What follows belongs to an exercise in optimizing a design on an open flow for small area, a short achievable clock period and few clock cycles per item; a production flow would make more cautious choices. The RTL was checked by simulation tests, not by an equivalence proof against the original design. Power figures rest on the tool's default switching activity, not on a simulated workload.

Design ryunt_rs_dec, start of the top module:
module ryunt_rs_dec (
  input  wire       clk,
  input  wire       rst,         
  input  wire       in_valid,
  output wire       in_ready,
  input  wire [7:0] in_data,
  input  wire       in_erase,
  output wire       out_valid,
  output wire [7:0] out_data,
  output wire       out_last,
  output wire       out_fail,
  output wire [2:0] out_ncorr
);
  localparam integer RING  = 135;
  localparam integer PORTS = 9;
  localparam integer SP    = 15;
  function [7:0] gf_mul(input [7:0] a, input [7:0] b);
    integer i;
    reg [7:0] p, aa;
    begin
      p  = 8'h00;
      aa = a;
      for (i = 0; i < 8; i = i + 1) begin
        if (b[i]) p = p ^ aa;
        aa = {aa[6:0], 1'b0} ^ (aa[7] ? 8'h1d : 8'h00);
      end
      gf_mul = p;
    end
  endfunction
  function [7:0] gf_inv(input [7:0] a);
    case (a)
      8'h00: gf_inv = 8'h00;
      8'h01: gf_inv = 8'h01;
      8'h02: gf_inv = 8'h8e;
      8'h03: gf_inv = 8'hf4;
      8'h04: gf_inv = 8'h47;
      8'h05: gf_inv = 8'ha7;
      8'h06: gf_inv = 8'h7a;
      8'h07: gf_inv = 8'hba;
      8'h08: gf_inv = 8'had;
      8'h09: gf_inv = 8'h9d;
      8'h0a: gf_inv = 8'hdd;
      8'h0b: gf_inv = 8'h98;
      8'h0c: gf_inv = 8'h3d;
      8'h0d: gf_inv = 8'haa;
      8'h0e: gf_inv = 8'h5d;
      8'h0f: gf_inv = 8'h96;
      8'h10: gf_inv = 8'hd8;
      8'h11: gf_inv = 8'h72;
      8'h12: gf_inv = 8'hc0;
      8'h13: gf_inv = 8'h58;
      8'h14: gf_inv = 8'he0;
      8'h15: gf_inv = 8'h3e;
      8'h16: gf_inv = 8'h4c;
      8'h17: gf_inv = 8'h66;
      8'h18: gf_inv = 8'h90;
      8'h19: gf_inv = 8'hde;
      8'h1a: gf_inv = 8'h55;
      8'h1b: gf_inv = 8'h80;
      8'h1c: gf_inv = 8'ha0;
      8'h1d: gf_inv = 8'h83;
      8'h1e: gf_inv = 8'h4b;
      8'h1f: gf_inv = 8'h2a;
      8'h20: gf_inv = 8'h6c;
      8'h21: gf_inv = 8'hed;
      8'h22: gf_inv = 8'h39;
      8'h23: gf_inv = 8'h51;
      8'h24: gf_inv = 8'h60;
      8'h25: gf_inv = 8'h56;
      8'h26: gf_inv = 8'h2c;
      8'h27: gf_inv = 8'h8a;
      8'h28: gf_inv = 8'h70;
      8'h29: gf_inv = 8'hd0;
      8'h2a: gf_inv = 8'h1f;
      8'h2b: gf_inv = 8'h4a;
      8'h2c: gf_inv = 8'h26;
      8'h2d: gf_inv = 8'h8b;
      8'h2e: gf_inv = 8'h33;
      8'h2f: gf_inv = 8'h6e;
      8'h30: gf_inv = 8'h48;
      8'h31: gf_inv = 8'h89;
      8'h32: gf_inv = 8'h6f;
      8'h33: gf_inv = 8'h2e;
  ...
Size in the first run: about 6100 cells after synthesis, roughly 1600 flip-flops, roughly 27 I/O pins, ~67000 µm² of cells after synthesis.
==> flow/config.mk <==
export PLATFORM = sky130hd
export DESIGN_NAME = ryunt_rs_dec
export DESIGN_NICKNAME = ryunt_rs_dec
export VERILOG_FILES = /design/flow/design.v
export SDC_FILE = /design/flow/constraint.sdc
export NUM_CORES = 4
export LEC_CHECK = 0
export CAP_MARGIN = 20
export CORE_MARGIN = 2
export CORE_UTILIZATION = 40
export SLEW_MARGIN = 20
==> flow/constraint.sdc <==
create_clock -name core_clock -period 12.0 [get_ports {clk}]
set_input_delay 2.4000 -clock core_clock [delete_from_list [all_inputs] [get_ports {clk}]]
set_output_delay 2.4000 -clock core_clock [all_outputs]
set_load 0.01 [all_outputs]
run.sh (not shown) runs the stock make flow with config.mk's settings and CLKGATE_MAP_FILE= SYNTH_SCRIPT=/design/flow/synth_recipe.tcl, a recipe that flattens the netlist after the stock synthesis.
The starting point completed with no timing, DRC or antenna violations.
Testbench counts at the start, summed over its fixed seeds: cycles 268,165, items 1,600.
Edit:
CTS_BUF_LIST = sky130_fd_sc_hd__clkbuf_8   (was not set)
What happened: First-iteration DRC count falls by about 2.2%; final area fell by about 0.5%; total power goes down by 4.9%; setup slack is better by 41 ps; maximum frequency increases by 0.58%; clock-buffer cell count increases by 86; utilization drops by 0.22 points; register-to-register slack gains 40 ps.

---

## lane 1
Another version of the RTL of ryunt_rs_dec (not shown whole).
Size: about 5,700 cells after synthesis, about 1,600 flip-flops, about 27 I/O pins, about 61,000 sq um of cells after synthesis.
export LEC_CHECK = 0
export CAP_MARGIN = 20
export CORE_MARGIN = 2
export CORE_UTILIZATION = 40
export SLEW_MARGIN = 20
create_clock -name core_clock -period 12.0 [get_ports {clk}]
standard.sh (not shown) runs the stock make flow with config.mk's settings and CLKGATE_MAP_FILE= SYNTH_SCRIPT=/design/flow/synth_recipe.tcl, a recipe that flattens the netlist after the stock synthesis.
==> flow/flow/run.sh <==
#!/bin/bash
# Standard ORFS layout, with timing repair aiming for a setup margin beyond
# the design's clock period (the SDC is unchanged).
set -euo pipefail
bash standard.sh SETUP_SLACK_MARGIN=8 finish > flow_make.log 2>&1
Lane 1 ran to completion and came out clean on the timing, DRC and antenna checks.
Testbench counts of lane 1, summed over its fixed seeds: cycles 268,705, items 1,600.
> inputs changed (lane 1 -> lane 2)
- putting CTS_CLUSTER_DIAMETER at 60 where nothing was set
- putting CTS_BUF_LIST at sky130_fd_sc_hd__clkbuf_16 where nothing was set
- putting CTS_CLUSTER_SIZE at 24 where nothing was set
==> flow/flow/run.sh <==
#!/bin/bash
# The standard ORFS layout (the standard.sh, unchanged scripts and SDC),
# with timing repair asked to leave a setup margin of 8 ns at the design's
# 12 ns clock, so that the layout's achieved period comes out near 4 ns.
# make's full output goes to flow_make.log here; ORFS's own per-step logs
# stay under orfs/logs.
set -euo pipefail
bash standard.sh SETUP_SLACK_MARGIN=8 finish > flow_make.log 2>&1
## What came out
Going from lane 1 to lane 2, the register-to-register slack was found to have gone down by 90 ps.
Per the comparison of lane 2 with lane 1, met2 capacity usage during global routing now sits lower, count of clock-buffer cells in the layout now sits lower, number of cells in the design after placement now sits at about the same level.
Beginning of the critical path: gacc[1][2]$_DFF_P_ -> lane 1, eoh[4]$_SDFF_PP0_ -> lane 2
The portion of total power attributed to combinational logic number comes out lower for lane 1 vs lane 2.
For the global-route wire length before repair, lane 2 came in about 1% lower than lane 1 did.
#### Input delta (lane 3 over lane 2)
==> flow/run.sh (new file) <==
#!/bin/bash
# synth_recipe.tcl (not shown) runs the flow's synth.tcl, then flattens the netlist and writes it again
# the make line also repeats each setting of config.mk as NAME=value (left out here)
make -C /OpenROAD-flow-scripts/flow DESIGN_CONFIG=/design/flow/config.mk WORK_HOME=/design/flow/orfs CLKGATE_MAP_FILE= SYNTH_SCRIPT=/design/flow/synth_recipe.tcl finish
removed: flow/flow/run.sh
removed: flow/standard.sh
[summary]
[lane 3] area of combinational cells with multiple inputs fell 5.1% relative to lane 2
Looking at worst relative slew slack across lane 2 and lane 3, the one that comes out higher is lane 2.
Lane 3 -> lane 2: cell area after technology mapping flat
Lane 3 vs lane 2: proportion of power drawn by combinational gates down
In the tables for lane 2 and lane 3, delay of the slowest cell on the worst path reads lower with lane 2.
Diff lane 2 and lane 3: sequential share of layout area higher in lane 3
Compared lane 3 vs lane 2, and routing usage on met2 is down in lane 3.
Per the comparison of lane 3 with lane 2, final routed wirelength across all metal layers went down 6.0 mm, count of endpoints failing hold in the final timing report has remained practically unchanged, critical path depth decreased 1.

[afterwards: timing with drivers on the ports]
No port has a modelled driver above. Below, the same layouts with a new extraction and two added sets of constraints.
Step 1 (the two cells are an assumption about what drives the block):
set clk [get_ports {clk}]
set_driving_cell -lib_cell sky130_fd_sc_hd__clkbuf_16 $clk
set_driving_cell -lib_cell sky130_fd_sc_hd__buf_2 [delete_from_list [all_inputs] $clk]
Step 2 also shifts input and output timing later by t, the mid clock arrival at the registers, as if the neighbouring blocks saw the same clock.
a / b / c = ideal / step 1 / step 2; a / b = the first two.
| run | shift t [ns] | setup slack, ns | worst hold slack (ns) | slew at the worst register clock pin (ns) |
|---|---|---|---|---|
| the first run of note 1 | 0.868 | 4.969 / 4.969 / 4.969 | 0.282 / 0.282 / 0.282 | 0.07 / 0.07 |
| the second run of note 1 | 1.027 | 5.010 / 5.010 / 5.002 | 0.276 / 0.276 / 0.276 | 0.07 / 0.07 |
| lane 1 | 0.857 | 8.017 / 7.986 / 7.344 | 0.304 / 0.304 / 0.304 | 0.07 / 0.07 |
| lane 2 | 0.834 | 7.930 / 7.930 / 7.358 | 0.275 / 0.275 / 0.275 | 0.09 / 0.09 |
| lane 3 | 0.823 | 6.207 / 6.207 / 6.207 | 0.315 / 0.315 / 0.315 | 0.09 / 0.09 |
After both steps setup and hold are still met in every run listed. The setup slack of lane 1, which loses most, moves by -0.031 ns with the drivers and by -0.673 ns with both steps.
